From an optimization exercise on the open Yosys and OpenROAD flow, aimed at small area; shortcuts taken in it are not production practice.
Only simulation tests tie the RTL to the original design; equivalence was not proved.
No activity file was given, so power comes from the tool's default toggle rates.

## flow/config.mk

```make
export PLATFORM = sky130hd
export DESIGN_NAME = servo_engine
export DESIGN_NICKNAME = servo_engine
export VERILOG_FILES = /design/flow/design.v
export SDC_FILE = /design/flow/constraint.sdc
export NUM_CORES = 4
export LEC_CHECK = 0
export CAP_MARGIN = 20
export CORE_MARGIN = 2
export CORE_UTILIZATION = 55
export CTS_BUF_LIST = sky130_fd_sc_hd__clkbuf_8
export CTS_CLUSTER_DIAMETER = 60
export CTS_CLUSTER_SIZE = 20
export SLEW_MARGIN = 20
export BUFFER_PORTS_ARGS = -buffer_cell sky130_fd_sc_hd__buf_1
```

## flow/standard.sh

```bash
#!/bin/bash
# synth_recipe.tcl (not shown) runs the flow's synth.tcl, then flattens the netlist and writes it again
# the make line also repeats each setting of config.mk as NAME=value (left out here)
make -C /OpenROAD-flow-scripts/flow DESIGN_CONFIG=/design/flow/config.mk WORK_HOME=/design/flow/orfs CLKGATE_MAP_FILE= SYNTH_SCRIPT=/design/flow/synth_recipe.tcl "${@:-finish}"
```

## flow/design.v

```verilog
module servo_lane (
    input  wire [31:0] slot,
    input  wire [39:0] acc,        
    input  wire        cf,         
    input  wire [15:0] d_da,       
    input  wire [15:0] d_xb,       
    input  wire [15:0] c_ca,       
    input  wire [15:0] c_xb,       
    input  wire [4:0]  flags,      
    input  wire        first,      
    input  wire        go,         
    input  wire        kill,       
    output wire [39:0] acc_nxt,
    output wire        cf_en,      
    output wire        cf_nxt,
    output wire        st_en,      
    output wire [15:0] q15,        
    output wire        out_en,     
    output wire        evt_en,     
    output wire        pl_en,      
    output wire        aovf,
    output wire        qsat,
    output wire        is_end
);
    wire [3:0] op = slot[31:28];
    wire [3:0] m  = slot[27:24];
    wire o_mac  = op == 4'h1;
    wire o_msu  = op == 4'h2;
    wire o_mpy  = op == 4'h3;
    wire o_mdd  = op == 4'h4;
    wire o_lds  = op == 4'h5;
    wire o_ldc  = op == 4'h6;
    wire o_ads  = op == 4'h7;
    wire o_sts  = op == 4'h8;
    wire o_sat  = op == 4'h9;
    wire o_clmp = op == 4'hA;
    wire o_sel  = op == 4'hB;
    wire o_cmp  = op == 4'hC;
    wire o_out  = op == 4'hD;
    wire o_evt  = op == 4'hE;
    wire o_end  = op == 4'hF;
    reg cond_raw;
    always @(*) begin
        case (m[2:0])
            3'd0: cond_raw = flags[0];      
            3'd1: cond_raw = flags[1];      
            3'd2: cond_raw = flags[2];      
            3'd3: cond_raw = cf;            
            3'd4: cond_raw = flags[4];      
            3'd5: cond_raw = first;         
            3'd6: cond_raw = flags[3];      
            default: cond_raw = 1'b1;       
        endcase
    end
    wire cond = cond_raw ^ m[3];
    wire live   = go && !kill;
    wire mulop  = o_mac | o_msu | o_mpy | o_mdd;
    wire cmp_ab = o_cmp & m[0] & acc[39];         
    wire a_k    = o_ldc | (o_sel & !cond);
    wire b_c    = live & (o_mac | o_msu | o_mpy | o_ldc);
    wire b_dx   = live & (o_mdd | (o_sel & !cond));
    wire b_k    = live & (o_lds | o_ads | (o_sel & cond));
    wire negate = live & (o_msu | o_lds | o_ldc | o_ads | o_sel);
    wire use_x  = !kill & !(live & (o_mpy | o_lds | o_ldc | o_sel));
    wire [1:0] sh = mulop ? m[1:0] : 2'd0;
    wire [15:0] b = ({16{b_c}} & c_ca) | ({16{b_dx}} & d_xb) | {b_k, 15'd0};
    reg [18:0] a_sh;
    always @(*) begin
        case (sh)
            2'd0: a_sh = {{3{d_da[15]}}, d_da};
            2'd1: a_sh = {{2{d_da[15]}}, d_da, 1'b0};
            2'd2: a_sh = {d_da[15], d_da, 2'b0};
            default: a_sh = {d_da, 3'b0};
        endcase
    end
    wire [18:0] ap = a_k ? 19'h78000 : a_sh;
    wire [20:0] ape = {ap[18], ap, 1'b0};         
    wire [16:0] be = {b, 1'b0};
    wire [7:0] one, two, ng;
    genvar k;
    generate
        for (k = 0; k < 8; k = k + 1) begin : g_booth
            wire b2 = be[2*k+2], b1 = be[2*k+1], b0 = be[2*k];
            assign one[k] = b1 ^ b0;
            assign two[k] = (b2 & !b1 & !b0) | (!b2 & b1 & b0);
            assign ng[k]  = b2 ^ negate;
        end
    endgenerate
    wire [19:0] pp0, pp1, pp2, pp3, pp4, pp5, pp6, pp7;
    assign pp0 = (({20{one[0]}} & ape[20:1]) | ({20{two[0]}} & ape[19:0])) ^ {20{ng[0]}};
    assign pp1 = (({20{one[1]}} & ape[20:1]) | ({20{two[1]}} & ape[19:0])) ^ {20{ng[1]}};
    assign pp2 = (({20{one[2]}} & ape[20:1]) | ({20{two[2]}} & ape[19:0])) ^ {20{ng[2]}};
    assign pp3 = (({20{one[3]}} & ape[20:1]) | ({20{two[3]}} & ape[19:0])) ^ {20{ng[3]}};
    assign pp4 = (({20{one[4]}} & ape[20:1]) | ({20{two[4]}} & ape[19:0])) ^ {20{ng[4]}};
    assign pp5 = (({20{one[5]}} & ape[20:1]) | ({20{two[5]}} & ape[19:0])) ^ {20{ng[5]}};
    assign pp6 = (({20{one[6]}} & ape[20:1]) | ({20{two[6]}} & ape[19:0])) ^ {20{ng[6]}};
    assign pp7 = (({20{one[7]}} & ape[20:1]) | ({20{two[7]}} & ape[19:0])) ^ {20{ng[7]}};
    wire [40:0] xv = use_x ? {acc[39], acc} : 41'd0;
    wire [40:0] sum;
    wire s1 = xv[14] ^ pp0[14];
    wire c2 = xv[14] & pp0[14];
    wire s3 = xv[15] ^ pp0[15];
    wire c4 = xv[15] & pp0[15];
    wire s5 = xv[16] ^ pp0[16];
    wire c6 = xv[16] & pp0[16];
    wire s7 = xv[17] ^ pp0[17];
    wire c8 = xv[17] & pp0[17];
    wire s9 = xv[18] ^ pp0[18];
    wire c10 = xv[18] & pp0[18];
    wire s11 = xv[19] ^ ~pp0[19] ^ pp1[17];
    wire c12 = (xv[19] & ~pp0[19]) | (pp1[17] & (xv[19] ^ ~pp0[19]));
    wire s13 = xv[20] ^ pp1[18];
    wire c14 = xv[20] & pp1[18];
    wire s15 = xv[8] ^ pp0[8];
    wire c16 = xv[8] & pp0[8];
    wire s17 = xv[9] ^ pp0[9];
    wire c18 = xv[9] & pp0[9];
    wire s19 = xv[10] ^ pp0[10] ^ pp1[8];
    wire c20 = (xv[10] & pp0[10]) | (pp1[8] & (xv[10] ^ pp0[10]));
    wire s21 = pp2[6] ^ pp3[4];
    wire c22 = pp2[6] & pp3[4];
    wire s23 = xv[11] ^ pp0[11] ^ pp1[9];
    wire c24 = (xv[11] & pp0[11]) | (pp1[9] & (xv[11] ^ pp0[11]));
    wire s25 = pp2[7] ^ pp3[5];
    wire c26 = pp2[7] & pp3[5];
    wire s27 = xv[12] ^ pp0[12] ^ pp1[10];
    wire c28 = (xv[12] & pp0[12]) | (pp1[10] & (xv[12] ^ pp0[12]));
    wire s29 = pp2[8] ^ pp3[6] ^ pp4[4];
    wire c30 = (pp2[8] & pp3[6]) | (pp4[4] & (pp2[8] ^ pp3[6]));
    wire s31 = pp5[2] ^ pp6[0];
    wire c32 = pp5[2] & pp6[0];
    wire s33 = xv[13] ^ pp0[13] ^ pp1[11];
    wire c34 = (xv[13] & pp0[13]) | (pp1[11] & (xv[13] ^ pp0[13]));
    wire s35 = pp2[9] ^ pp3[7] ^ pp4[5];
    wire c36 = (pp2[9] & pp3[7]) | (pp4[5] & (pp2[9] ^ pp3[7]));
    wire s37 = pp5[3] ^ pp6[1];
    wire c38 = pp5[3] & pp6[1];
    wire s39 = s1 ^ pp1[12] ^ pp2[10];
    wire c40 = (s1 & pp1[12]) | (pp2[10] & (s1 ^ pp1[12]));
    wire s41 = pp3[8] ^ pp4[6] ^ pp5[4];
    wire c42 = (pp3[8] & pp4[6]) | (pp5[4] & (pp3[8] ^ pp4[6]));
    wire s43 = pp6[2] ^ pp7[0] ^ ng[7];
    wire c44 = (pp6[2] & pp7[0]) | (ng[7] & (pp6[2] ^ pp7[0]));
    wire s45 = s3 ^ pp1[13] ^ pp2[11];
    wire c46 = (s3 & pp1[13]) | (pp2[11] & (s3 ^ pp1[13]));
    wire s47 = pp3[9] ^ pp4[7] ^ pp5[5];
    wire c48 = (pp3[9] & pp4[7]) | (pp5[5] & (pp3[9] ^ pp4[7]));
    wire s49 = pp6[3] ^ pp7[1] ^ c2;
    wire c50 = (pp6[3] & pp7[1]) | (c2 & (pp6[3] ^ pp7[1]));
    wire s51 = s5 ^ pp1[14] ^ pp2[12];
    wire c52 = (s5 & pp1[14]) | (pp2[12] & (s5 ^ pp1[14]));
    wire s53 = pp3[10] ^ pp4[8] ^ pp5[6];
    wire c54 = (pp3[10] & pp4[8]) | (pp5[6] & (pp3[10] ^ pp4[8]));
    wire s55 = pp6[4] ^ pp7[2] ^ c4;
    wire c56 = (pp6[4] & pp7[2]) | (c4 & (pp6[4] ^ pp7[2]));
    wire s57 = s7 ^ pp1[15] ^ pp2[13];
    wire c58 = (s7 & pp1[15]) | (pp2[13] & (s7 ^ pp1[15]));
    wire s59 = pp3[11] ^ pp4[9] ^ pp5[7];
    wire c60 = (pp3[11] & pp4[9]) | (pp5[7] & (pp3[11] ^ pp4[9]));
    wire s61 = pp6[5] ^ pp7[3] ^ c6;
    wire c62 = (pp6[5] & pp7[3]) | (c6 & (pp6[5] ^ pp7[3]));
    wire s63 = s9 ^ pp1[16] ^ pp2[14];
    wire c64 = (s9 & pp1[16]) | (pp2[14] & (s9 ^ pp1[16]));
    wire s65 = pp3[12] ^ pp4[10] ^ pp5[8];
    wire c66 = (pp3[12] & pp4[10]) | (pp5[8] & (pp3[12] ^ pp4[10]));
    wire s67 = pp6[6] ^ pp7[4] ^ c8;
    wire c68 = (pp6[6] & pp7[4]) | (c8 & (pp6[6] ^ pp7[4]));
    wire s69 = s11 ^ pp2[15] ^ pp3[13];
    wire c70 = (s11 & pp2[15]) | (pp3[13] & (s11 ^ pp2[15]));
    wire s71 = pp4[11] ^ pp5[9] ^ pp6[7];
    wire c72 = (pp4[11] & pp5[9]) | (pp6[7] & (pp4[11] ^ pp5[9]));
    wire s73 = ~(pp7[5] ^ c10);
    wire c74 = pp7[5] | c10;
    wire s75 = s13 ^ pp2[16] ^ pp3[14];
    wire c76 = (s13 & pp2[16]) | (pp3[14] & (s13 ^ pp2[16]));
    wire s77 = pp4[12] ^ pp5[10] ^ pp6[8];
    wire c78 = (pp4[12] & pp5[10]) | (pp6[8] & (pp4[12] ^ pp5[10]));
    wire s79 = ~(pp7[6] ^ c12);
    wire c80 = pp7[6] | c12;
    wire s81 = xv[21] ^ ~pp1[19] ^ pp2[17];
    wire c82 = (xv[21] & ~pp1[19]) | (pp2[17] & (xv[21] ^ ~pp1[19]));
    wire s83 = pp3[15] ^ pp4[13] ^ pp5[11];
    wire c84 = (pp3[15] & pp4[13]) | (pp5[11] & (pp3[15] ^ pp4[13]));
    wire s85 = pp6[9] ^ pp7[7] ^ c14;
    wire c86 = (pp6[9] & pp7[7]) | (c14 & (pp6[9] ^ pp7[7]));
    wire s87 = xv[22] ^ pp2[18] ^ pp3[16];
    wire c88 = (xv[22] & pp2[18]) | (pp3[16] & (xv[22] ^ pp2[18]));
    wire s89 = pp4[14] ^ pp5[12] ^ pp6[10];
    wire c90 = (pp4[14] & pp5[12]) | (pp6[10] & (pp4[14] ^ pp5[12]));
    wire s91 = ~pp7[8];
    wire s92 = xv[23] ^ ~pp2[19] ^ pp3[17];
    wire c93 = (xv[23] & ~pp2[19]) | (pp3[17] & (xv[23] ^ ~pp2[19]));
    wire s94 = pp4[15] ^ pp5[13] ^ pp6[11];
    wire c95 = (pp4[15] & pp5[13]) | (pp6[11] & (pp4[15] ^ pp5[13]));
    wire s96 = xv[24] ^ pp3[18] ^ pp4[16];
    wire c97 = (xv[24] & pp3[18]) | (pp4[16] & (xv[24] ^ pp3[18]));
    wire s98 = pp5[14] ^ pp6[12];
    wire c99 = pp5[14] & pp6[12];
    wire s100 = xv[25] ^ ~pp3[19] ^ pp4[17];
    wire c101 = (xv[25] & ~pp3[19]) | (pp4[17] & (xv[25] ^ ~pp3[19]));
    wire s102 = xv[26] ^ pp4[18];
    wire c103 = xv[26] & pp4[18];
    wire s104 = xv[4] ^ pp0[4];
    wire c105 = xv[4] & pp0[4];
    wire s106 = xv[5] ^ pp0[5];
    wire c107 = xv[5] & pp0[5];
    wire s108 = xv[6] ^ pp0[6] ^ pp1[4];
    wire c109 = (xv[6] & pp0[6]) | (pp1[4] & (xv[6] ^ pp0[6]));
    wire s110 = pp2[2] ^ pp3[0];
    wire c111 = pp2[2] & pp3[0];
    wire s112 = xv[7] ^ pp0[7] ^ pp1[5];
    wire c113 = (xv[7] & pp0[7]) | (pp1[5] & (xv[7] ^ pp0[7]));
    wire s114 = pp2[3] ^ pp3[1];
    wire c115 = pp2[3] & pp3[1];
    wire s116 = s15 ^ pp1[6] ^ pp2[4];
    wire c117 = (s15 & pp1[6]) | (pp2[4] & (s15 ^ pp1[6]));
    wire s118 = pp3[2] ^ pp4[0] ^ ng[4];
    wire c119 = (pp3[2] & pp4[0]) | (ng[4] & (pp3[2] ^ pp4[0]));
    wire s120 = s17 ^ pp1[7] ^ pp2[5];
    wire c121 = (s17 & pp1[7]) | (pp2[5] & (s17 ^ pp1[7]));
    wire s122 = pp3[3] ^ pp4[1] ^ c16;
    wire c123 = (pp3[3] & pp4[1]) | (c16 & (pp3[3] ^ pp4[1]));
    wire s124 = s19 ^ s21 ^ pp4[2];
    wire c125 = (s19 & s21) | (pp4[2] & (s19 ^ s21));
    wire s126 = pp5[0] ^ ng[5] ^ c18;
    wire c127 = (pp5[0] & ng[5]) | (c18 & (pp5[0] ^ ng[5]));
    wire s128 = s23 ^ s25 ^ pp4[3];
    wire c129 = (s23 & s25) | (pp4[3] & (s23 ^ s25));
    wire s130 = pp5[1] ^ c20 ^ c22;
    wire c131 = (pp5[1] & c20) | (c22 & (pp5[1] ^ c20));
    wire s132 = s27 ^ s29 ^ s31;
    wire c133 = (s27 & s29) | (s31 & (s27 ^ s29));
    wire s134 = ng[6] ^ c24 ^ c26;
    wire c135 = (ng[6] & c24) | (c26 & (ng[6] ^ c24));
    wire s136 = s33 ^ s35 ^ s37;
    wire c137 = (s33 & s35) | (s37 & (s33 ^ s35));
    wire s138 = c28 ^ c30 ^ c32;
    wire c139 = (c28 & c30) | (c32 & (c28 ^ c30));
    wire s140 = s39 ^ s41 ^ s43;
    wire c141 = (s39 & s41) | (s43 & (s39 ^ s41));
    wire s142 = c34 ^ c36 ^ c38;
    wire c143 = (c34 & c36) | (c38 & (c34 ^ c36));
    wire s144 = s45 ^ s47 ^ s49;
    wire c145 = (s45 & s47) | (s49 & (s45 ^ s47));
    wire s146 = c40 ^ c42 ^ c44;
    wire c147 = (c40 & c42) | (c44 & (c40 ^ c42));
    wire s148 = s51 ^ s53 ^ s55;
    wire c149 = (s51 & s53) | (s55 & (s51 ^ s53));
    wire s150 = c46 ^ c48 ^ c50;
    wire c151 = (c46 & c48) | (c50 & (c46 ^ c48));
    wire s152 = s57 ^ s59 ^ s61;
    wire c153 = (s57 & s59) | (s61 & (s57 ^ s59));
    wire s154 = c52 ^ c54 ^ c56;
    wire c155 = (c52 & c54) | (c56 & (c52 ^ c54));
    wire s156 = s63 ^ s65 ^ s67;
    wire c157 = (s63 & s65) | (s67 & (s63 ^ s65));
    wire s158 = c58 ^ c60 ^ c62;
    wire c159 = (c58 & c60) | (c62 & (c58 ^ c60));
    wire s160 = s69 ^ s71 ^ s73;
    wire c161 = (s69 & s71) | (s73 & (s69 ^ s71));
    wire s162 = c64 ^ c66 ^ c68;
    wire c163 = (c64 & c66) | (c68 & (c64 ^ c66));
    wire s164 = s75 ^ s77 ^ s79;
    wire c165 = (s75 & s77) | (s79 & (s75 ^ s77));
    wire s166 = c70 ^ c72 ^ c74;
    wire c167 = (c70 & c72) | (c74 & (c70 ^ c72));
    wire s168 = s81 ^ s83 ^ s85;
    wire c169 = (s81 & s83) | (s85 & (s81 ^ s83));
    wire s170 = c76 ^ c78 ^ c80;
    wire c171 = (c76 & c78) | (c80 & (c76 ^ c78));
    wire s172 = s87 ^ s89 ^ s91;
    wire c173 = (s87 & s89) | (s91 & (s87 ^ s89));
    wire s174 = c82 ^ c84 ^ c86;
    wire c175 = (c82 & c84) | (c86 & (c82 ^ c84));
    wire s176 = s92 ^ s94 ^ pp7[9];
    wire c177 = (s92 & s94) | (pp7[9] & (s92 ^ s94));
    wire s178 = c88 ^ c90 ^ pp7[8];
    wire c179 = (c88 & c90) | (pp7[8] & (c88 ^ c90));
    wire s180 = s96 ^ s98 ^ pp7[10];
    wire c181 = (s96 & s98) | (pp7[10] & (s96 ^ s98));
    wire s182 = ~(c93 ^ c95);
    wire c183 = c93 | c95;
    wire s184 = s100 ^ pp5[15] ^ pp6[13];
    wire c185 = (s100 & pp5[15]) | (pp6[13] & (s100 ^ pp5[15]));
    wire s186 = pp7[11] ^ c97 ^ c99;
    wire c187 = (pp7[11] & c97) | (c99 & (pp7[11] ^ c97));
    wire s188 = s102 ^ pp5[16] ^ pp6[14];
    wire c189 = (s102 & pp5[16]) | (pp6[14] & (s102 ^ pp5[16]));
    wire s190 = ~(pp7[12] ^ c101);
    wire c191 = pp7[12] | c101;
    wire s192 = xv[27] ^ ~pp4[19] ^ pp5[17];
    wire c193 = (xv[27] & ~pp4[19]) | (pp5[17] & (xv[27] ^ ~pp4[19]));
    wire s194 = pp6[15] ^ pp7[13] ^ c103;
    wire c195 = (pp6[15] & pp7[13]) | (c103 & (pp6[15] ^ pp7[13]));
    wire s196 = xv[28] ^ pp5[18] ^ pp6[16];
    wire c197 = (xv[28] & pp5[18]) | (pp6[16] & (xv[28] ^ pp5[18]));
    wire s198 = ~pp7[14];
    wire s199 = xv[29] ^ ~pp5[19] ^ pp6[17];
    wire c200 = (xv[29] & ~pp5[19]) | (pp6[17] & (xv[29] ^ ~pp5[19]));
    wire s201 = xv[30] ^ pp6[18];
    wire c202 = xv[30] & pp6[18];
    wire s203 = xv[2] ^ pp0[2];
    wire c204 = xv[2] & pp0[2];
    wire s205 = xv[3] ^ pp0[3];
    wire c206 = xv[3] & pp0[3];
    wire s207 = s104 ^ pp1[2] ^ pp2[0];
    wire c208 = (s104 & pp1[2]) | (pp2[0] & (s104 ^ pp1[2]));
    wire s209 = s106 ^ pp1[3] ^ pp2[1];
    wire c210 = (s106 & pp1[3]) | (pp2[1] & (s106 ^ pp1[3]));
    wire s211 = s108 ^ s110 ^ ng[3];
    wire c212 = (s108 & s110) | (ng[3] & (s108 ^ s110));
    wire s213 = s112 ^ s114 ^ c109;
    wire c214 = (s112 & s114) | (c109 & (s112 ^ s114));
    wire s215 = s116 ^ s118 ^ c113;
    wire c216 = (s116 & s118) | (c113 & (s116 ^ s118));
    wire s217 = s120 ^ s122 ^ c117;
    wire c218 = (s120 & s122) | (c117 & (s120 ^ s122));
    wire s219 = s124 ^ s126 ^ c121;
    wire c220 = (s124 & s126) | (c121 & (s124 ^ s126));
    wire s221 = s128 ^ s130 ^ c125;
    wire c222 = (s128 & s130) | (c125 & (s128 ^ s130));
    wire s223 = s132 ^ s134 ^ c129;
    wire c224 = (s132 & s134) | (c129 & (s132 ^ s134));
    wire s225 = s136 ^ s138 ^ c133;
    wire c226 = (s136 & s138) | (c133 & (s136 ^ s138));
    wire s227 = s140 ^ s142 ^ c137;
    wire c228 = (s140 & s142) | (c137 & (s140 ^ s142));
    wire s229 = s144 ^ s146 ^ c141;
    wire c230 = (s144 & s146) | (c141 & (s144 ^ s146));
    wire s231 = s148 ^ s150 ^ c145;
    wire c232 = (s148 & s150) | (c145 & (s148 ^ s150));
    wire s233 = s152 ^ s154 ^ c149;
    wire c234 = (s152 & s154) | (c149 & (s152 ^ s154));
    wire s235 = s156 ^ s158 ^ c153;
    wire c236 = (s156 & s158) | (c153 & (s156 ^ s158));
    wire s237 = s160 ^ s162 ^ c157;
    wire c238 = (s160 & s162) | (c157 & (s160 ^ s162));
    wire s239 = s164 ^ s166 ^ c161;
    wire c240 = (s164 & s166) | (c161 & (s164 ^ s166));
    wire s241 = s168 ^ s170 ^ c165;
    wire c242 = (s168 & s170) | (c165 & (s168 ^ s170));
    wire s243 = s172 ^ s174 ^ c169;
    wire c244 = (s172 & s174) | (c169 & (s172 ^ s174));
    wire s245 = s176 ^ s178 ^ c173;
    wire c246 = (s176 & s178) | (c173 & (s176 ^ s178));
    wire s247 = s180 ^ s182 ^ c177;
    wire c248 = (s180 & s182) | (c177 & (s180 ^ s182));
    wire s249 = s184 ^ s186 ^ c181;
    wire c250 = (s184 & s186) | (c181 & (s184 ^ s186));
    wire s251 = s188 ^ s190 ^ c185;
    wire c252 = (s188 & s190) | (c185 & (s188 ^ s190));
    wire s253 = s192 ^ s194 ^ c189;
    wire c254 = (s192 & s194) | (c189 & (s192 ^ s194));
    wire s255 = s196 ^ s198 ^ c193;
    wire c256 = (s196 & s198) | (c193 & (s196 ^ s198));
    wire s257 = s199 ^ pp7[15] ^ c197;
    wire c258 = (s199 & pp7[15]) | (c197 & (s199 ^ pp7[15]));
    wire s259 = ~(s201 ^ pp7[16]);
    wire c260 = s201 | pp7[16];
    wire s261 = xv[31] ^ ~pp6[19] ^ pp7[17];
    wire c262 = (xv[31] & ~pp6[19]) | (pp7[17] & (xv[31] ^ ~pp6[19]));
    wire s263 = xv[32] ^ pp7[18];
    wire c264 = xv[32] & pp7[18];
    wire s265 = xv[0] ^ pp0[0];
    wire c266 = xv[0] & pp0[0];
    wire s267 = xv[1] ^ pp0[1];
    wire c268 = xv[1] & pp0[1];
    wire s269 = s203 ^ pp1[0] ^ ng[1];
    wire c270 = (s203 & pp1[0]) | (ng[1] & (s203 ^ pp1[0]));
    wire s271 = s205 ^ pp1[1] ^ c204;
    wire c272 = (s205 & pp1[1]) | (c204 & (s205 ^ pp1[1]));
    wire s273 = s207 ^ ng[2] ^ c206;
    wire c274 = (s207 & ng[2]) | (c206 & (s207 ^ ng[2]));
    wire s275 = s209 ^ c105 ^ c208;
    wire c276 = (s209 & c105) | (c208 & (s209 ^ c105));
    wire s277 = s211 ^ c107 ^ c210;
    wire c278 = (s211 & c107) | (c210 & (s211 ^ c107));
    wire s279 = s213 ^ c111 ^ c212;
    wire c280 = (s213 & c111) | (c212 & (s213 ^ c111));
    wire s281 = s215 ^ c115 ^ c214;
    wire c282 = (s215 & c115) | (c214 & (s215 ^ c115));
    wire s283 = s217 ^ c119 ^ c216;
    wire c284 = (s217 & c119) | (c216 & (s217 ^ c119));
    wire s285 = s219 ^ c123 ^ c218;
    wire c286 = (s219 & c123) | (c218 & (s219 ^ c123));
    wire s287 = s221 ^ c127 ^ c220;
    wire c288 = (s221 & c127) | (c220 & (s221 ^ c127));
    wire s289 = s223 ^ c131 ^ c222;
    wire c290 = (s223 & c131) | (c222 & (s223 ^ c131));
    wire s291 = s225 ^ c135 ^ c224;
    wire c292 = (s225 & c135) | (c224 & (s225 ^ c135));
    wire s293 = s227 ^ c139 ^ c226;
    wire c294 = (s227 & c139) | (c226 & (s227 ^ c139));
    wire s295 = s229 ^ c143 ^ c228;
    wire c296 = (s229 & c143) | (c228 & (s229 ^ c143));
    wire s297 = s231 ^ c147 ^ c230;
    wire c298 = (s231 & c147) | (c230 & (s231 ^ c147));
    wire s299 = s233 ^ c151 ^ c232;
    wire c300 = (s233 & c151) | (c232 & (s233 ^ c151));
    wire s301 = s235 ^ c155 ^ c234;
    wire c302 = (s235 & c155) | (c234 & (s235 ^ c155));
    wire s303 = s237 ^ c159 ^ c236;
    wire c304 = (s237 & c159) | (c236 & (s237 ^ c159));
    wire s305 = s239 ^ c163 ^ c238;
    wire c306 = (s239 & c163) | (c238 & (s239 ^ c163));
    wire s307 = s241 ^ c167 ^ c240;
    wire c308 = (s241 & c167) | (c240 & (s241 ^ c167));
    wire s309 = s243 ^ c171 ^ c242;
    wire c310 = (s243 & c171) | (c242 & (s243 ^ c171));
    wire s311 = s245 ^ c175 ^ c244;
    wire c312 = (s245 & c175) | (c244 & (s245 ^ c175));
    wire s313 = s247 ^ c179 ^ c246;
    wire c314 = (s247 & c179) | (c246 & (s247 ^ c179));
    wire s315 = s249 ^ c183 ^ c248;
    wire c316 = (s249 & c183) | (c248 & (s249 ^ c183));
    wire s317 = s251 ^ c187 ^ c250;
    wire c318 = (s251 & c187) | (c250 & (s251 ^ c187));
    wire s319 = s253 ^ c191 ^ c252;
    wire c320 = (s253 & c191) | (c252 & (s253 ^ c191));
    wire s321 = s255 ^ c195 ^ c254;
    wire c322 = (s255 & c195) | (c254 & (s255 ^ c195));
    wire s323 = s257 ^ pp7[14] ^ c256;
    wire c324 = (s257 & pp7[14]) | (c256 & (s257 ^ pp7[14]));
    wire s325 = s259 ^ c200 ^ c258;
    wire c326 = (s259 & c200) | (c258 & (s259 ^ c200));
    wire s327 = s261 ^ c202 ^ c260;
    wire c328 = (s261 & c202) | (c260 & (s261 ^ c202));
    wire s329 = ~(s263 ^ c262);
    wire c330 = s263 | c262;
    wire s331 = xv[33] ^ ~pp7[19] ^ c264;
    wire c332 = (xv[33] & ~pp7[19]) | (c264 & (xv[33] ^ ~pp7[19]));
    wire s333 = ~xv[34];
    wire s334 = ~xv[35];
    wire s335 = ~xv[36];
    wire s336 = ~xv[37];
    wire s337 = ~xv[38];
    wire s338 = ~xv[39];
    wire s339 = ~xv[40];
    wire s340 = s265 ^ ng[0];
    wire c341 = s265 & ng[0];
    wire s342 = s267 ^ c266 ^ c341;
    wire c343 = (s267 & c266) | (c341 & (s267 ^ c266));
    wire s344 = s269 ^ c268 ^ c343;
    wire c345 = (s269 & c268) | (c343 & (s269 ^ c268));
    wire s346 = s271 ^ c270 ^ c345;
    wire c347 = (s271 & c270) | (c345 & (s271 ^ c270));
    wire s348 = s273 ^ c272 ^ c347;
    wire c349 = (s273 & c272) | (c347 & (s273 ^ c272));
    wire s350 = s275 ^ c274 ^ c349;
    wire c351 = (s275 & c274) | (c349 & (s275 ^ c274));
    wire s352 = s277 ^ c276 ^ c351;
    wire c353 = (s277 & c276) | (c351 & (s277 ^ c276));
    wire s354 = s279 ^ c278 ^ c353;
    wire c355 = (s279 & c278) | (c353 & (s279 ^ c278));
    wire s356 = s281 ^ c280 ^ c355;
    wire c357 = (s281 & c280) | (c355 & (s281 ^ c280));
    wire s358 = s283 ^ c282;
    wire c359 = s283 & c282;
    wire s360 = s285 ^ c284 ^ c359;
    wire c361 = (s285 & c284) | (c359 & (s285 ^ c284));
    wire s362 = s287 ^ c286 ^ c361;
    wire c363 = (s287 & c286) | (c361 & (s287 ^ c286));
    wire s364 = s289 ^ c288 ^ c363;
    wire c365 = (s289 & c288) | (c363 & (s289 ^ c288));
    wire s366 = s291 ^ c290 ^ c365;
    wire c367 = (s291 & c290) | (c365 & (s291 ^ c290));
    wire s368 = s293 ^ c292 ^ c367;
    wire c369 = (s293 & c292) | (c367 & (s293 ^ c292));
    wire s370 = s295 ^ c294 ^ c369;
    wire c371 = (s295 & c294) | (c369 & (s295 ^ c294));
    wire s372 = s297 ^ c296 ^ c371;
    wire c373 = (s297 & c296) | (c371 & (s297 ^ c296));
    wire x374 = s358 ^ c357;
    wire q375 = s358;
    wire x376 = s360 ^ (c357 & q375);
    wire q377 = s360 & q375;
    wire x378 = s362 ^ (c357 & q377);
    wire q379 = s362 & q377;
    wire x380 = s364 ^ (c357 & q379);
    wire q381 = s364 & q379;
    wire x382 = s366 ^ (c357 & q381);
    wire q383 = s366 & q381;
    wire x384 = s368 ^ (c357 & q383);
    wire q385 = s368 & q383;
    wire x386 = s370 ^ (c357 & q385);
    wire q387 = s370 & q385;
    wire x388 = s372 ^ (c357 & q387);
    wire q389 = s372 & q387;
    wire k390 = c373 | (c357 & q389);
    wire s391 = s299 ^ c298;
    wire c392 = s299 & c298;
    wire s393 = s301 ^ c300 ^ c392;
    wire c394 = (s301 & c300) | (c392 & (s301 ^ c300));
    wire s395 = s303 ^ c302 ^ c394;
    wire c396 = (s303 & c302) | (c394 & (s303 ^ c302));
    wire s397 = s305 ^ c304 ^ c396;
    wire c398 = (s305 & c304) | (c396 & (s305 ^ c304));
    wire s399 = s307 ^ c306 ^ c398;
    wire c400 = (s307 & c306) | (c398 & (s307 ^ c306));
    wire s401 = s309 ^ c308 ^ c400;
    wire c402 = (s309 & c308) | (c400 & (s309 ^ c308));
    wire s403 = s311 ^ c310 ^ c402;
    wire c404 = (s311 & c310) | (c402 & (s311 ^ c310));
    wire s405 = s313 ^ c312 ^ c404;
    wire c406 = (s313 & c312) | (c404 & (s313 ^ c312));
    wire x407 = s391 ^ k390;
    wire q408 = s391;
    wire x409 = s393 ^ (k390 & q408);
    wire q410 = s393 & q408;
    wire x411 = s395 ^ (k390 & q410);
    wire q412 = s395 & q410;
    wire x413 = s397 ^ (k390 & q412);
    wire q414 = s397 & q412;
    wire x415 = s399 ^ (k390 & q414);
    wire q416 = s399 & q414;
    wire x417 = s401 ^ (k390 & q416);
    wire q418 = s401 & q416;
    wire x419 = s403 ^ (k390 & q418);
    wire q420 = s403 & q418;
    wire x421 = s405 ^ (k390 & q420);
    wire q422 = s405 & q420;
    wire k423 = c406 | (k390 & q422);
    wire s424 = s315 ^ c314;
    wire c425 = s315 & c314;
    wire s426 = s317 ^ c316 ^ c425;
    wire c427 = (s317 & c316) | (c425 & (s317 ^ c316));
    wire s428 = s319 ^ c318 ^ c427;
    wire c429 = (s319 & c318) | (c427 & (s319 ^ c318));
    wire s430 = s321 ^ c320 ^ c429;
    wire c431 = (s321 & c320) | (c429 & (s321 ^ c320));
    wire s432 = s323 ^ c322 ^ c431;
    wire c433 = (s323 & c322) | (c431 & (s323 ^ c322));
    wire s434 = s325 ^ c324 ^ c433;
    wire c435 = (s325 & c324) | (c433 & (s325 ^ c324));
    wire s436 = s327 ^ c326 ^ c435;
    wire c437 = (s327 & c326) | (c435 & (s327 ^ c326));
    wire s438 = s329 ^ c328 ^ c437;
    wire c439 = (s329 & c328) | (c437 & (s329 ^ c328));
    wire x440 = s424 ^ k423;
    wire q441 = s424;
    wire x442 = s426 ^ (k423 & q441);
    wire q443 = s426 & q441;
    wire x444 = s428 ^ (k423 & q443);
    wire q445 = s428 & q443;
    wire x446 = s430 ^ (k423 & q445);
    wire q447 = s430 & q445;
    wire x448 = s432 ^ (k423 & q447);
    wire q449 = s432 & q447;
    wire x450 = s434 ^ (k423 & q449);
    wire q451 = s434 & q449;
    wire x452 = s436 ^ (k423 & q451);
    wire q453 = s436 & q451;
    wire x454 = s438 ^ (k423 & q453);
    wire q455 = s438 & q453;
    wire k456 = c439 | (k423 & q455);
    wire s457 = s331 ^ c330;
    wire c458 = s331 & c330;
    wire s459 = s333 ^ c332 ^ c458;
    wire c460 = (s333 & c332) | (c458 & (s333 ^ c332));
    wire s461 = s334 ^ xv[34] ^ c460;
    wire c462 = (s334 & xv[34]) | (c460 & (s334 ^ xv[34]));
    wire s463 = s335 ^ xv[35] ^ c462;
    wire c464 = (s335 & xv[35]) | (c462 & (s335 ^ xv[35]));
    wire s465 = s336 ^ xv[36] ^ c464;
    wire c466 = (s336 & xv[36]) | (c464 & (s336 ^ xv[36]));
    wire s467 = s337 ^ xv[37] ^ c466;
    wire c468 = (s337 & xv[37]) | (c466 & (s337 ^ xv[37]));
    wire s469 = s338 ^ xv[38] ^ c468;
    wire c470 = (s338 & xv[38]) | (c468 & (s338 ^ xv[38]));
    wire s471 = s339 ^ xv[39] ^ c470;
    wire c472 = (s339 & xv[39]) | (c470 & (s339 ^ xv[39]));
    wire x473 = s457 ^ k456;
    wire q474 = s457;
    wire x475 = s459 ^ (k456 & q474);
    wire q476 = s459 & q474;
    wire x477 = s461 ^ (k456 & q476);
    wire q478 = s461 & q476;
    wire x479 = s463 ^ (k456 & q478);
    wire q480 = s463 & q478;
    wire x481 = s465 ^ (k456 & q480);
    wire q482 = s465 & q480;
    wire x483 = s467 ^ (k456 & q482);
    wire q484 = s467 & q482;
    wire x485 = s469 ^ (k456 & q484);
    wire q486 = s469 & q484;
    wire x487 = s471 ^ (k456 & q486);
    wire q488 = s471 & q486;
    assign sum = {x487, x485, x483, x481, x479, x477, x475, x473, x454, x452, x450, x448, x446, x444, x442, x440, x421, x419, x417, x415, x413, x411, x409, x407, x388, x386, x384, x382, x380, x378, x376, x374, s356, s354, s352, s350, s348, s346, s344, s342, s340};
    wire ovf = sum[40] ^ sum[39];
    wire [39:0] sum_sat = ovf ? {sum[40], {39{!sum[40]}}} : sum[39:0];
    wire ones_lo = &acc[29:15];
    wire sat_lo = acc[39] & ~&acc[38:30];
    wire sat_hi = !acc[39] & (|acc[38:30] | (ones_lo & |acc[14:0]));
    wire [24:0] ah = acc[39:15];
    wire [15:0] ncx = ~c_xb;
    wire [25:0] gc;
    assign gc[0] = |acc[14:0];
    genvar i;
    generate
        for (i = 0; i < 25; i = i + 1) begin : g_gt
            se_maj u_m (.a(ah[i]), .b(ncx[(i < 16) ? i : 15]), .c(gc[i]), .y(gc[i+1]));
        end
    endgenerate
    wire gt_hi = !(ah[24] ^ ncx[15] ^ gc[25]);
    wire [16:0] lc;
    assign lc[0] = 1'b0;
    generate
        for (i = 0; i < 16; i = i + 1) begin : g_lh
            se_maj u_m (.a(c_ca[i]), .b(ncx[i]), .c(lc[i]), .y(lc[i+1]));
        end
    endgenerate
    wire lo_gt_hi = !(c_ca[15] ^ ncx[15] ^ lc[16]);
    wire [15:0] yc = cmp_ab ? c_ca : ~c_ca;
    wire [25:0] kc;
    assign kc[0] = o_cmp ? (!cmp_ab & gc[0]) : 1'b1;
    generate
        for (i = 0; i < 25; i = i + 1) begin : g_kc
            se_maj u_m (.a(ah[i]), .b(yc[(i < 16) ? i : 15]), .c(kc[i]), .y(kc[i+1]));
        end
    endgenerate
    wire k_neg = ah[24] ^ yc[15] ^ kc[25];
    wire lt_lo = k_neg;
    wire clmp_hi = lo_gt_hi | gt_hi;
    wire w_sel = live & ((o_sat & (sat_lo | sat_hi)) | (o_clmp & (clmp_hi | lt_lo)));
    wire [15:0] w = o_sat ? (sat_lo ? 16'h8000 : 16'h7FFF) : (clmp_hi ? c_xb : c_ca);
    assign acc_nxt = w_sel ? {{9{w[15]}}, w, 15'd0} : sum_sat;
    assign cf_nxt = !kill & (cmp_ab ? k_neg : !k_neg);
    assign cf_en  = kill | (live & o_cmp);
    wire r = m[2] & acc[14];
    wire [15:0] qv;
    wire [16:0] qc;
    assign qc[0] = r;
    generate
        for (i = 0; i < 16; i = i + 1) begin : g_q
            se_ha u_h (.a(acc[15+i]), .b(qc[i]), .s(qv[i]), .co(qc[i+1]));
        end
    endgenerate
    wire q_hi = !acc[39] & (|acc[38:30] | (r & ones_lo));
    wire q_lo = acc[39] & !(&acc[38:30] | (r & &acc[38:31] & !acc[30] & ones_lo));
    assign q15 = q_hi ? 16'h7FFF : q_lo ? 16'h8000 : qv;
    assign st_en  = o_sts & !(m[3] & flags[1]);
    assign out_en = o_out;
    assign evt_en = o_evt & cond;
    assign pl_en  = o_cmp & (m[3:2] != 2'd0);
    assign aovf   = (o_mac | o_msu | o_mdd | o_ads) & ovf;
    assign qsat   = (st_en | o_out) & (q_hi | q_lo);
    assign is_end = o_end;
endmodule
module se_fa (input wire a, input wire b, input wire c, output wire s, output wire co);
    assign s  = a ^ b ^ c;
    assign co = (a & b) | (c & (a ^ b));
endmodule
module se_ha (input wire a, input wire b, output wire s, output wire co);
    assign s  = a ^ b;
    assign co = a & b;
endmodule
module se_maj (input wire a, input wire b, input wire c, output wire y);
    assign y = (a & b) | (c & (a | b));
endmodule
module servo_engine (
    input  wire        clk,
    input  wire        rst,          
    input  wire        start,        
    input  wire        slow,         
    input  wire [3:0]  out_dl,       
    input  wire [2:0]  head,         
    output reg  [6:0]  pc,           
    output reg         busy,         
    input  wire [63:0] bundle,       
    input  wire [4:0]  flags,        
    input  wire        first,        
    output wire [31:0] d_raddr,
    input  wire [63:0] d_rdata,
    output wire [1:0]  d_we,         
    output wire [15:0] d_waddr,
    output wire [31:0] d_wdata,
    output wire [31:0] c_raddr,
    input  wire [63:0] c_rdata,
    input  wire        stat_clr,     
    output reg         aovf,
    output reg         qsat,
    output reg         late,
    output reg         slow_trunc,
    output reg  [15:0] fwevt,        
    output reg  [2:0]  loop_evt,     
    output reg  [2:0]  pl_valid,     
    output reg  [2:0]  pl_fail,      
    output reg  [15:0] dac_focus,
    output reg  [15:0] dac_track,
    output reg  [15:0] dac_tilt,
    output reg  [15:0] sled_cmd,
    output reg  [15:0] spindle_cmd,
    output reg  [15:0] elevator_cmd,
    output reg  [15:0] picker_cmd,
    output reg  [15:0] ffpub_focus,
    output reg  [15:0] ffpub_track,
    output reg  [15:0] trace0,
    output reg  [15:0] trace1,
    output reg  [10:0] out_upd
);
    wire [31:0] slot_a = bundle[31:0];
    wire [31:0] slot_b = bundle[63:32];
    assign d_raddr = {slot_b[7:0], slot_b[23:16], slot_a[7:0], slot_a[23:16]};
    assign c_raddr = {slot_b[7:0], slot_b[15:8],  slot_a[7:0], slot_a[15:8]};
    reg  [39:0] acc_a, acc_b;
    reg         cf_a, cf_b;
    reg         run_a, run_b;        
    reg         slow_q;
    wire ex_a = busy && run_a;
    wire ex_b = busy && run_b;
    wire kill = rst || start;
    wire [39:0] acc_a_nxt, acc_b_nxt;
    wire        cf_a_en, cf_b_en;
    wire        cf_a_nxt, cf_b_nxt;
    wire        st_a, st_b, out_a, out_b, evt_a, evt_b, pl_a, pl_b;
    wire        aovf_a, aovf_b, qsat_a, qsat_b, end_a, end_b;
    wire [15:0] q_a, q_b;
    servo_lane lane_a (
        .slot(slot_a), .acc(acc_a), .cf(cf_a),
        .d_da(d_rdata[15:0]),  .d_xb(d_rdata[31:16]),
        .c_ca(c_rdata[15:0]),  .c_xb(c_rdata[31:16]),
        .flags(flags), .first(first), .go(ex_a), .kill(kill),
        .acc_nxt(acc_a_nxt), .cf_en(cf_a_en), .cf_nxt(cf_a_nxt),
        .st_en(st_a), .q15(q_a), .out_en(out_a),
        .evt_en(evt_a), .pl_en(pl_a), .aovf(aovf_a), .qsat(qsat_a), .is_end(end_a)
    );
    servo_lane lane_b (
        .slot(slot_b), .acc(acc_b), .cf(cf_b),
        .d_da(d_rdata[47:32]), .d_xb(d_rdata[63:48]),
        .c_ca(c_rdata[47:32]), .c_xb(c_rdata[63:48]),
        .flags(flags), .first(first), .go(ex_b), .kill(kill),
        .acc_nxt(acc_b_nxt), .cf_en(cf_b_en), .cf_nxt(cf_b_nxt),
        .st_en(st_b), .q15(q_b), .out_en(out_b),
        .evt_en(evt_b), .pl_en(pl_b), .aovf(aovf_b), .qsat(qsat_b), .is_end(end_b)
    );
    wire last_bundle = (pc == 7'd127) || (slow_q && pc == 7'd47);
    wire run_a_nxt   = run_a && !(ex_a && end_a);
    wire run_b_nxt   = run_b && !(ex_b && end_b);
    always @(posedge clk) begin
        acc_a <= acc_a_nxt;
        acc_b <= acc_b_nxt;
        if (cf_a_en)  cf_a  <= cf_a_nxt;
        if (cf_b_en)  cf_b  <= cf_b_nxt;
    end
    always @(posedge clk) begin
        if (rst) begin
            busy   <= 1'b0;
            pc     <= 7'd0;
            run_a  <= 1'b0;
            run_b  <= 1'b0;
            slow_q <= 1'b0;
        end else if (start) begin
            busy   <= 1'b1;
            pc     <= 7'd0;
            run_a  <= 1'b1;
            run_b  <= 1'b1;
            slow_q <= slow;
        end else if (busy) begin
            run_a <= run_a_nxt;
            run_b <= run_b_nxt;
            if (last_bundle || (!run_a_nxt && !run_b_nxt)) begin
                busy <= 1'b0;
                pc   <= 7'd0;
            end else begin
                pc   <= pc + 7'd1;
            end
        end
    end
    assign d_we[0] = !kill && ex_a && st_a && (slot_a[23:20] != 4'hF);
    assign d_we[1] = !kill && ex_b && st_b && (slot_b[23:20] != 4'hF);
    assign d_waddr = {slot_b[23:16], slot_a[23:16]};
    assign d_wdata = {q_b, q_a};
    wire do_out_a = !start && ex_a && out_a;
    wire do_out_b = !start && ex_b && out_b;
    wire [3:0] port_a = slot_a[3:0];
    wire [3:0] port_b = slot_b[3:0];
    function port_ok(input [3:0] p, input [2:0] h);
        case (p)
            4'd4:    port_ok = (h == 3'd0);
            4'd5:    port_ok = (h == 3'd1);
            4'd6:    port_ok = (h == 3'd2);
            default: port_ok = (p <= 4'd10);
        endcase
    endfunction
    wire wr_port_a = do_out_a && port_ok(port_a, head);
    wire wr_port_b = do_out_b && port_ok(port_b, head);
    reg [10:0] upd, upd_b;
    integer p;
    always @(*) begin
        for (p = 0; p < 11; p = p + 1) begin
            upd_b[p] = wr_port_b && port_b == p[3:0];
            upd[p]   = upd_b[p] || (wr_port_a && port_a == p[3:0]);
        end
    end
    wire [10:0] sel_b = upd_b & {11{!rst}};
    wire [10:0] sel_a = upd & ~upd_b & {11{!rst}};
    wire [10:0] hold  = ~upd & {11{!rst}};
    function [15:0] port_d(input sa, input sb, input hd, input [15:0] cur,
                           input [15:0] qa, input [15:0] qb);
        port_d = ({16{sa}} & qa) | ({16{sb}} & qb) | ({16{hd}} & cur);
    endfunction
    always @(posedge clk) begin
        out_upd      <= upd & {11{!rst}};
        dac_focus    <= port_d(sel_a[0],  sel_b[0],  hold[0],  dac_focus,    q_a, q_b);
        dac_track    <= port_d(sel_a[1],  sel_b[1],  hold[1],  dac_track,    q_a, q_b);
        dac_tilt     <= port_d(sel_a[2],  sel_b[2],  hold[2],  dac_tilt,     q_a, q_b);
        sled_cmd     <= port_d(sel_a[3],  sel_b[3],  hold[3],  sled_cmd,     q_a, q_b);
        spindle_cmd  <= port_d(sel_a[4],  sel_b[4],  hold[4],  spindle_cmd,  q_a, q_b);
        elevator_cmd <= port_d(sel_a[5],  sel_b[5],  hold[5],  elevator_cmd, q_a, q_b);
        picker_cmd   <= port_d(sel_a[6],  sel_b[6],  hold[6],  picker_cmd,   q_a, q_b);
        ffpub_focus  <= port_d(sel_a[7],  sel_b[7],  hold[7],  ffpub_focus,  q_a, q_b);
        ffpub_track  <= port_d(sel_a[8],  sel_b[8],  hold[8],  ffpub_track,  q_a, q_b);
        trace0       <= port_d(sel_a[9],  sel_b[9],  hold[9],  trace0,       q_a, q_b);
        trace1       <= port_d(sel_a[10], sel_b[10], hold[10], trace1,       q_a, q_b);
    end
    wire do_evt_a = !start && ex_a && evt_a;
    wire do_evt_b = !start && ex_b && evt_b;
    wire do_pl_a  = !start && ex_a && pl_a;
    wire do_pl_b  = !start && ex_b && pl_b;
    wire [1:0] pl_loop_a = slot_a[27:26];
    wire [1:0] pl_loop_b = slot_b[27:26];
    wire late_a = do_out_a && !slow_q && (port_a <= 4'd2) && (pc > {3'd0, out_dl});
    wire late_b = do_out_b && !slow_q && (port_b <= 4'd2) && (pc > {3'd0, out_dl});
    wire trunc = !start && busy && slow_q && (pc == 7'd47) && (run_a_nxt || run_b_nxt);
    reg [15:0] fw_set;
    reg [2:0]  loop_set, pl_v_set, pl_f_set;
    integer k;
    always @(*) begin
        fw_set   = 16'd0;
        loop_set = 3'd0;
        pl_v_set = 3'd0;
        pl_f_set = 3'd0;
        for (k = 0; k < 16; k = k + 1) begin
            if ((do_evt_a && slot_a[4:0] == k[4:0] + 5'd16) ||
                (do_evt_b && slot_b[4:0] == k[4:0] + 5'd16))
                fw_set[k] = 1'b1;
        end
        for (k = 0; k < 3; k = k + 1) begin
            if ((do_evt_a && slot_a[4:0] == k[4:0]) ||
                (do_evt_b && slot_b[4:0] == k[4:0]))
                loop_set[k] = 1'b1;
        end
        for (k = 0; k < 3; k = k + 1) begin
            if (do_pl_b && pl_loop_b == k[1:0] + 2'd1) begin
                pl_v_set[k] = 1'b1;
                pl_f_set[k] = cf_b_nxt;
            end else if (do_pl_a && pl_loop_a == k[1:0] + 2'd1) begin
                pl_v_set[k] = 1'b1;
                pl_f_set[k] = cf_a_nxt;
            end
        end
    end
    always @(posedge clk) begin
        if (rst) begin
            aovf       <= 1'b0;
            qsat       <= 1'b0;
            late       <= 1'b0;
            slow_trunc <= 1'b0;
            fwevt      <= 16'd0;
            loop_evt   <= 3'd0;
            pl_valid   <= 3'd0;
            pl_fail    <= 3'd0;
        end else begin
            loop_evt <= loop_set;
            pl_valid <= pl_v_set;
            pl_fail  <= pl_f_set;
            if (stat_clr) begin
                aovf       <= 1'b0;
                qsat       <= 1'b0;
                late       <= 1'b0;
                slow_trunc <= 1'b0;
                fwevt      <= 16'd0;
            end else begin
                if (!start && ((ex_a && aovf_a) || (ex_b && aovf_b))) aovf <= 1'b1;
                if (!start && ((ex_a && qsat_a) || (ex_b && qsat_b))) qsat <= 1'b1;
                if (late_a || late_b) late <= 1'b1;
                if (trunc) slow_trunc <= 1'b1;
                fwevt <= fwevt | fw_set;
            end
        end
    end
endmodule
```

## flow/flow/run.sh

```bash
#!/bin/bash
# The standard layout, with each input and output port buffered by the
# smallest buffer cell instead of the one buffer_ports picks by default.
set -euo pipefail
echo 'export BUFFER_PORTS_ARGS = -buffer_cell sky130_fd_sc_hd__buf_1' >> config.mk
bash standard.sh > standard.log 2>&1
```

## flow/constraint.sdc

```tcl
create_clock -name core_clock -period 15.0 [get_ports {clk}]
set_input_delay 3.0000 -clock core_clock [delete_from_list [all_inputs] [get_ports {clk}]]
set_output_delay 3.0000 -clock core_clock [all_outputs]
set_load 0.01 [all_outputs]
```

==> results of run 1 <==
## worst min path at each step
stage,end
after floorplan,late
after global placement,picker_cmd[2]
after detailed placement,picker_cmd[13]
after CTS,trace1[15]
after global routing,spindle_cmd[13]
final,dac_track[1]
## area by class of cell
| type | count | area share |
|---|---|---|
| diodes | 4 | 0.000248 |
| clock buffers | 42 | 0.0143 |
| clock inverters | 19 | 0.00487 |
| inverters | 425 | 0.0396 |
| multi-input cells | 3378 | 0.680 |
| flip-flops and latches | 309 | 0.154 |
| well taps | 873 | 0.0271 |
| repair buffers | 659 | 0.0796 |
## critical path, delay by kind of cell
kind / cells / cell delay (ns)
XOR/XNOR: 2 / 0.39
multiplexers: 2 / 0.70
adder cells (fa/ha/maj): 11 / 5.30
AND/OR/NAND/NOR: 7 / 1.79
buffers and inverters: 7 / 1.44
AO/OA/AOI/OAI: 7 / 1.88
## cell usage after synthesis (all sizes together) (8+ instances only)
cell	number
nor2b	46
o221ai	179
a22o	19
inv	424
a32oi	14
nand2b	51
a21boi	10
mux2	37
a21oi	283
fa	332
o2111ai	12
o21ai	151
a221oi	20
or4	11
a21o	12
xnor2	336
nor4	15
a32o	8
nand4	23
a31oi	22
a211oi	33
buf	212
clkbuf	240
o211ai	24
a2bb2oi	10
nor3	63
o2bb2ai	8
a22oi	62
and2	69
maj3	31
o22ai	283
or3	19
nor2	289
and3	18
ha	125
a2111oi	9
or2	12
dfxtp	307
mux2i	43
xor2	123
nand2	408
nor3b	13
nand3	67
## power breakdown
part           total (uW)  internal [uW]  switching [uW]  leakage (uW)
Clock                 652            276             376      0.000397
Combinational        2680            950            1730        0.0139
Sequential           1140            946             189       0.00252
Total                4460           2170            2290        0.0168
## per-stage QoR
| step | hold slack (ns) | instances | instance area [sq um] |
|---|---|---|---|
| 3_3_place_gp | 0.442 | 5644 | 39500 |
| 5_1_grt | 0.501 | 5708 | 40300 |
| 4_1_cts | 0.475 | 5705 | 40300 |
| 6_report | 0.475 | 5709 | 40300 |
| 2_1_floorplan | 0.502 | 4564 | 37300 |
| 3_5_place_dp | 0.445 | 5644 | 39500 |
## per-layer routing
layer  global-route usage  up-vias  part of all wire
met3               0.0954      371              0.12
li1                     -    16300                 -
met5                    0        -           0.00023
met2                0.627     2381              0.43
met1                0.588    17800              0.41
met4                0.176        6             0.048
## cells by family after synthesis
| family | share of synthesized area |
|---|---|
| AOI/OAI and AO/OA | 0.226 |
| xor gates and xnor gates | 0.110 |
| adders and majority gates | 0.229 |
| buffers and inverters | 0.102 |
| DFF | 0.166 |
| muxes | 0.0240 |
| and+or+nand+nor | 0.143 |
==> flow_summary.ini, run 1 <==
[status]
status = timing/DRC/antenna clean

[route]
viasPerCell = 6.44
drcViolationCount = 0
via_count = 36800
routed_wl_um = 149000
ant_nets = 0
first_pass_iters = 6
drtIter0Drc = 4611
wl_per_cell_um = 26.2

[clocking]
root_buffer = clkbuf_8
h-tree-depth = 2
hold_buffers = 0
postCtsSetupRepairBufs = 0
cts_buffers = 34
cts_buffer_depth = 3
clock_latency_ns = 0.66
cts.clk_slew.worst_paths_ns = 0.12
clock_sinks = 309
cts_tree = built
ctsResizeCount = 0

[worst_setup_path]
reg2reg_depth = 36
crit_arrival_ns = 14.52
critPathMaxStageDelay_ns = 0.61
required_ns = 15.50
cp_common_cell = fa_1
worstSetupStartpoint = bundle[56]
critical_path_class = in -> reg
cp_slowest_cell = nor3_4
r2r_end = acc_b[6]
end_kind = flip-flop
crit_end = acc_b[6]
path_max_fanout = 18
regToRegSetupSlack_ns = 3.21
rr_startpoint = busy
critPathLaunchType = input port

[hold_path]
hp-start = dac_track[1]
holdCritPathClass = reg -> reg
hold_depth = 2

[die]
num_rows = 95
io_pins = 548
initial_core_util = 0.555
die_w_um = 264
coreArea_sq_um = 67200
die_y_um = 264
die_area_sq_um = 69900

[sta]
period_minus_slack_ns = 14.02
worstMarginPinSlew_ns = 1.04
setup_viol = 0
hold_violations = 0
maxSlewViolCount = 0
rsz0062_at_grt = false
slew_headroom = 0.304
final.setup.tns_ns = 0
period_share = 0.934
fmax_mhz = 71.4
fin_worst_skew_ns = 0.118
layout_setup_ws_ns = 0.985

[yosys]
yosysUniqueCellTypes = 110
seq_area_frac_synth = 0.166
syn-num-nets = 5231
avgSynthCellArea_sq_um = 8.17
yosys_register_bits = 309
synth_area_sq_um = 37300
synthCells = 4564
yosysWarnings = 2
postSynth.asyncResetShare = 0
synth_edf_count = 2
synth_ff_type = dfxtp_1
synth.area.top_cells = fa_1, dfxtp_1, xnor2_1
yosysTopAreaCellShare = 0.178
synth_top_area_cell = fa_1

[run]
maxCapViolCount = 0

[final_layout]
register_area_sq_um = 6210
top_regs = acc_a x40, acc_b x40
area_growth_pct = 8.17
final_common_cell = buf_1
fin_util = 0.600
fillers = 6404
fin_nets = 5474
drive_above_1_share = 0.0832
multi_input_area_sq_um = 27400
mostFrequentLayoutCells = buf_1, inv_1, nand2_1

[grt]
overflow = 0
grt_max_degree = 58
grt_pass1_wl_um = 225000
grt_use_total = 0.421
grt_pass1_vias = 34600
grt_antenna_before_repair = 6

[power_and_ir_drop]
totalPowerFinal_uw = 4460
vdd_drop_max_uv = 98.3
p_leak_uw = 0.0168
p_per_area_nw_per_um2 = 111

[place]
dp_hpwl_um = 116000
place_ws_ns = 0.472
numPortBuffers = 473
routabilityCongestion = 1.00
==> inputs of run 2 (changes only) <==
--- a/flow/config.mk
+++ b/flow/config.mk
@@ -10,5 +10,5 @@
 export CORE_UTILIZATION = 55
-export CTS_BUF_LIST = sky130_fd_sc_hd__clkbuf_8
-export CTS_CLUSTER_DIAMETER = 60
-export CTS_CLUSTER_SIZE = 20
+export CTS_BUF_LIST = sky130_fd_sc_hd__clkbuf_4
+export CTS_CLUSTER_DIAMETER = 40
+export CTS_CLUSTER_SIZE = 10
 export SLEW_MARGIN = 20
==> run 2 against run 1 <==
- still clean
- total power is 1.2% higher
- maximum frequency increased by 2.1%
- sequential share of layout area about the same
- synthesized cell count is the same
- via count is 0.36% higher
- critical path type unchanged
- critical endpoint unchanged
- largest cell class unchanged
- largest power group unchanged
==> flow_summary.ini, run 2 <==
[clocking]
clock_sinks = 309
root_buffer = clkbuf_4
cts_buffer_depth = 3
clock_latency_ns = 0.90
cts_tree = built
postCtsSetupRepairBufs = 0
h-tree-depth = 2
cts_buffers = 52
ctsResizeCount = 0
hold_buffers = 0
cts.clk_slew.worst_paths_ns = 0.09

[final_layout]
final_common_cell = buf_1
fillers = 6408
area_growth_pct = 8.35
fin_nets = 5492
mostFrequentLayoutCells = buf_1, inv_1, nand2_1
drive_above_1_share = 0.0887
multi_input_area_sq_um = 27400
top_regs = acc_a x40, acc_b x40
register_area_sq_um = 6210

[grt]
grt_max_degree = 58
grt_pass1_vias = 34800
overflow = 0
grt_use_total = 0.421
grt_antenna_before_repair = 8
grt_pass1_wl_um = 225000

[place]
dp_hpwl_um = 116000
routabilityCongestion = 1.00
numPortBuffers = 473

[hold_path]
hold_end = ffpub_track[11]
hold_depth = 2
hp-start = ffpub_track[11]
holdCritPathClass = reg -> reg

[sta]
rsz0062_at_grt = false
maxSlewViolCount = 0
fmax_mhz = 72.8
fin_worst_skew_ns = 0.0916
period_share = 0.916
setup_viol = 0
worstMarginPinSlew_ns = 1.04
slew_headroom = 0.304
hold_violations = 0
final.setup.tns_ns = 0
period_minus_slack_ns = 13.73

[power_and_ir_drop]
pwr-share-clk = 0.156
p_sw_uw = 2300
switching_share = 0.508
p_leak_uw = 0.0168
p_int_uw = 2220
totalPowerFinal_uw = 4510
seq_power_share = 0.252
vdd_drop_max_uv = 121
p_per_area_nw_per_um2 = 112
p_comb_frac = 0.592

[yosys]
yosysTopAreaCellShare = 0.178
yosys_register_bits = 309
seq_area_frac_synth = 0.166
synth_area_sq_um = 37300
synth_edf_count = 2
synth_ff_type = dfxtp_1
synth_commonest_cells = inv_1, nand2_1, fa_1, xnor2_1, dfxtp_1
avgSynthCellArea_sq_um = 8.17
yosysMostFrequentCell = inv_1
synthCells = 4564
syn-num-nets = 5231
postSynth.asyncResetShare = 0
yosysWarnings = 2
yosysUniqueCellTypes = 110
synth_top_area_cell = fa_1
synth.area.top_cells = fa_1, dfxtp_1, xnor2_1

[worst_setup_path]
path_depth = 36
worst-path-buf-inv = 7
critical_path_class = in -> reg
critPathMaxStageDelay_ns = 0.61
r2r_end = acc_b[6]
required_ns = 15.74
cpLargestDelayFamily = adder cells
crit_arrival_ns = 14.48
cp_slowest_cell = nor3_4
path_max_fanout = 18
cp_common_cell = fa_1
end_kind = flip-flop
reg2reg_depth = 36
regToRegSetupSlack_ns = 3.20
critPathLaunchType = input port
rr_startpoint = busy

[route]
wl_per_cell_um = 26.1
wl_met3_um = 17300
routed_wl_um = 150000
highest_layer = met5
route.met2.wl_um = 63800
first_pass_iters = 8
drcViolationCount = 0
viasPerCell = 6.43
via_count = 36900
ant_nets = 0
wirelength_met1_um = 61000
drtIter0Drc = 4877

[die]
initial_core_util = 0.555
coreArea_sq_um = 67200
die_area_sq_um = 69900
io_pins = 548
die_w_um = 264
die_y_um = 264
num_rows = 95

[status]
status = timing/DRC/antenna clean

[run]
maxCapViolCount = 0
==> run 2: cell counts after synthesis <==
No cell type changed its count.
==> run 2: tightest hold or removal path, delay by kind of cell, from the launching register on <==
family / cells / cell delay, ns
AO/OA/AOI/OAI: 1 / 0.06
flip-flops: 1 / 0.33
AND/OR/NAND/NOR: 1 / 0.05
==> run 2: layout make-up <==
class,count,area share
multi-input cells,3378,0.679
flip-flops and latches,309,0.154
repair buffers,659,0.0795
inverters,425,0.0395
well taps,873,0.0270
clock buffers,57,0.0106
clock inverters,33,0.0102
diodes,5,0.000310
==> run 2: per-layer routing <==
metal / vias to the layer above / global-route usage
met5: - / 0
met1: 17800 / 0.585
met2: 2324 / 0.628
li1: 16300 / -
met3: 407 / 0.0993
met4: 10 / 0.174
==> run 2: how the worst max path moves through the flow <==
stage                          start  endpoint  slack (ns)
after global placement    bundle[56]  acc_b[5]        0.75
after detailed placement  bundle[56]  acc_b[6]        0.47
after CTS                 bundle[56]  acc_b[6]        1.35
after floorplan           bundle[56]  acc_b[5]        2.22
after global routing      bundle[56]  acc_b[6]        0.66
final                     bundle[56]  acc_b[6]        1.27
==> run 2: power groups by stage <==
| stage | logic, uW | registers (uW) | clock network, uW |
|---|---|---|---|
| 2_1_floorplan | 1750 | 1050 | 0 |
| 3_3_place_gp | 2580 | 1140 | 0 |
| 3_5_place_dp | 2590 | 1140 | 0 |
| 4_1_cts | 2620 | 1120 | 708 |
| 5_1_grt | 2890 | 1140 | 745 |
| 6_report | 2670 | 1140 | 705 |
==> run 2: per-stage QoR <==
step,instance area (sq um),worst slack (ns),hold WS (ns),util,std cells
6_report,40400,1.27,0.473,0.601,5739
5_1_grt,40400,0.658,0.497,0.601,5739
4_1_cts,40400,1.35,0.473,0.601,5734
3_5_place_dp,39500,0.472,0.445,0.588,5644
3_3_place_gp,39500,0.749,0.442,0.588,5644
2_1_floorplan,37300,2.22,0.502,-,4564
==> run 2: cell families after synthesis <==
logic type      count (synthesis)  synth area share
flops                         309             0.166
xor+xnor                      459             0.110
fa+ha+maj                     488             0.229
simple gates                 1127             0.143
compound gates               1222             0.226
mux                            82            0.0240
buf+inv                       877             0.102
==> inputs of run 3 (changes only) <==
--- a/flow/config.mk
+++ b/flow/config.mk
@@ -13,2 +13,3 @@
 export CTS_CLUSTER_SIZE = 10
+export GPL_TIMING_DRIVEN = 0
 export SLEW_MARGIN = 20
==> run 3 against run 2 <==
- critical path depth decreased by 2
- core utilization increased by 0.58 points
- critical endpoint is now acc_b[21]
- maximum frequency fell by 5.7%
- area after synthesis is the same
- first-iteration DRC count is 1.6% higher
- combinational power shrank 3%
- still clean
- worst setup slack worse by 0.83 ns
==> flow_summary.ini, run 3 <==
[worst_setup_path]
cp_common_cell = fa_1
path_max_fanout = 10
r2r_end = acc_b[21]
cp_slowest_cell = o211ai_1
end_kind = flip-flop
rr_startpoint = busy
regToRegSetupSlack_ns = 2.47
required_ns = 15.68
critPathMaxStageDelay_ns = 0.87
critical_path_class = in -> reg
critPathLaunchType = input port
crit_arrival_ns = 15.24
reg2reg_depth = 36

[clocking]
h-tree-depth = 2
cts.clk_slew.worst_paths_ns = 0.11
cts_buffers = 42
root_buffer = clkbuf_4
cts_buffer_depth = 3
clock_sinks = 309
hold_buffers = 0
clock_latency_ns = 0.79
cts_tree = built

[grt]
grt_antenna_before_repair = 6
grt_pass1_wl_um = 232000
grt_pass1_vias = 36000
overflow = 0
grt_max_degree = 15
grt_use_total = 0.438

[die]
initial_core_util = 0.555
coreArea_sq_um = 67200
die_w_um = 264
io_pins = 548
die_y_um = 264
num_rows = 95
die_area_sq_um = 69900

[route]
routed_wl_um = 157000
drcViolationCount = 0
ant_nets = 0
via_count = 38400
wl_per_cell_um = 26.2
drtIter0Drc = 4956
first_pass_iters = 6
viasPerCell = 6.39

[place]
routabilityCongestion = 1.03
numPortBuffers = 502
dp_hpwl_um = 127000
numPlacedInstances = 5940

[hold_path]
hold_end = dac_track[2]
holdCritPathClass = reg -> reg
hp-start = dac_track[2]
hold_depth = 2

[sta]
period_share = 0.971
slew_headroom = 0.225
setup_viol = 0
period_minus_slack_ns = 14.56
fmax_mhz = 68.7
hold_violations = 0
worstMarginPinSlew_ns = 1.16
fin_worst_skew_ns = 0.0871
rsz0062_at_grt = false
maxSlewViolCount = 0

[yosys]
avgSynthCellArea_sq_um = 8.17
yosys_register_bits = 309
synth_top_area_cell = fa_1
synthCells = 4564
yosysMostFrequentCell = inv_1
synth_ff_type = dfxtp_1
yosysWarnings = 2
seq_area_frac_synth = 0.166
yosysUniqueCellTypes = 110
synth.area.top_cells = fa_1, dfxtp_1, xnor2_1
synth_edf_count = 2
postSynth.asyncResetShare = 0
synth_commonest_cells = inv_1, nand2_1, fa_1, xnor2_1, dfxtp_1
yosysTopAreaCellShare = 0.178
synth_area_sq_um = 37300
syn-num-nets = 5231

[run]
maxCapViolCount = 0

[final_layout]
top_regs = acc_a x40, acc_b x40
mostFrequentLayoutCells = buf_1, inv_1, nand2_1
final_common_cell = buf_1
area_growth_pct = 9.39
fin_util = 0.607
finalNonFillerCells = 6010
drive_above_1_share = 0.0758
fin_nets = 5784

[power_and_ir_drop]
p_per_area_nw_per_um2 = 103
vdd_drop_max_uv = 91.8
p_leak_uw = 0.0169

[status]
status = timing/DRC/antenna clean
## run 3: worst max-delay path: cells and delay by family
kind                     cells  cell delay, ns
multiplexers                 1            0.25
adder cells (fa/ha/maj)     11            5.13
AND/OR/NAND/NOR              6            2.00
AO/OA/AOI/OAI                7            2.50
buffers and inverters        8            2.14
XOR/XNOR                     1            0.17
## run 3: cell type report
type | instances | area (sq um)
repair buffers | 509 | 1940
clock inverters | 16 | 111
clock buffers | 44 | 330
fillers | 6334 | 26400
diodes | 4 | 10.0
well taps | 873 | 1090
multi-input cells | 3378 | 27300
inverters | 425 | 1600
plain buffers | 452 | 2220
flip-flops and latches | 309 | 6210
## run 3: cells by family after synthesis
| logic type | after synthesis | share of synthesized area |
|---|---|---|
| fa+ha+maj | 488 | 0.229 |
| simple gates | 1127 | 0.143 |
| mux | 82 | 0.0240 |
| compound gates | 1222 | 0.226 |
| buf+inv | 877 | 0.102 |
| xor+xnor | 459 | 0.110 |
| flops | 309 | 0.166 |
## run 3: how the worst max path moves through the flow
stage | from | endpoint | slack [ns] | cells after the start
global placement | bundle[61] | acc_b[21] | -0.49 | 35
floorplan | bundle[56] | acc_b[5] | 2.22 | 39
detailed placement | bundle[61] | acc_b[21] | -0.39 | 35
global route | bundle[56] | acc_b[21] | 0.10 | 39
finish | bundle[61] | acc_b[21] | 0.44 | 34
CTS | bundle[61] | acc_b[21] | 0.31 | 35
## run 3: repair_timing
item / CTS / global route
setup endpoints to repair: 0 / 47
setup buffers: 0 / 6
gates resized for setup: 0 / 4
## run 3: layer usage
metal | vias up | track usage | part of all wire
li1 | 16900 | - | -
met1 | 18500 | 0.589 | 0.39
met2 | 2500 | 0.664 | 0.43
met3 | 462 | 0.126 | 0.13
met4 | 6 | 0.174 | 0.050
met5 | - | 0 | 0.00020
## run 3: power breakdown
| part | leakage [uW] | switching [uW] | internal (uW) |
|---|---|---|---|
| logic | 0.0141 | 1680 | 908 |
| registers | 0.00252 | 198 | 946 |
| clock network | 0.000254 | 332 | 149 |
## run 3: through the flow
step | instance area [sq um] | setup slack [ns] | hold slack [ns] | TNS, ns | total power [uW]
floorplan | 37300 | 2.22 | 0.502 | 0 | 2800
global placement | 40300 | -0.493 | 0.443 | -6.90 | 3630
detailed placement | 40300 | -0.394 | 0.444 | -4.30 | 3660
CTS | 40700 | 0.312 | 0.475 | 0 | 4140
global route | 40800 | 0.105 | 0.500 | 0 | 4480
finish | 40800 | 0.436 | 0.473 | 0 | 4220

==> static timing again, ports no longer ideal <==
The flow's constraints put no driver on any port. The routed layouts listed below were extracted and timed again, unchanged, in two steps.
Step 1, drivers: a clkbuf_16 drives clk and a buf_2 each remaining input, both assumed.
Step 2 adds t to the input delays and takes it off the output delays; t is the mean of the earliest and latest rising clock arrival at the registers after step 1. Input paths then give back, and output paths get back, about the clock's delay inside the block.
Three values: ideal, step 1, step 2; two values: the first two.
| run | t, ns | setup WS [ns] | hold WS [ns] |
|---|---|---|---|
| run 1 | 0.662 | 0.985 / 1.021 / 0.358 | 0.475 / 0.475 / 0.475 |
| run 2 | 0.922 | 1.267 / 1.307 / 0.385 | 0.473 / 0.473 / 0.473 |
| run 3 | 0.805 | 0.436 / 0.351 / -0.454 | 0.473 / 0.473 / 0.473 |
With both steps, setup timing fails in run 3, where it was met with ideal ports. The setup slack of run 3, which loses most, moves by -0.085 ns with the drivers and by -0.890 ns with both steps.
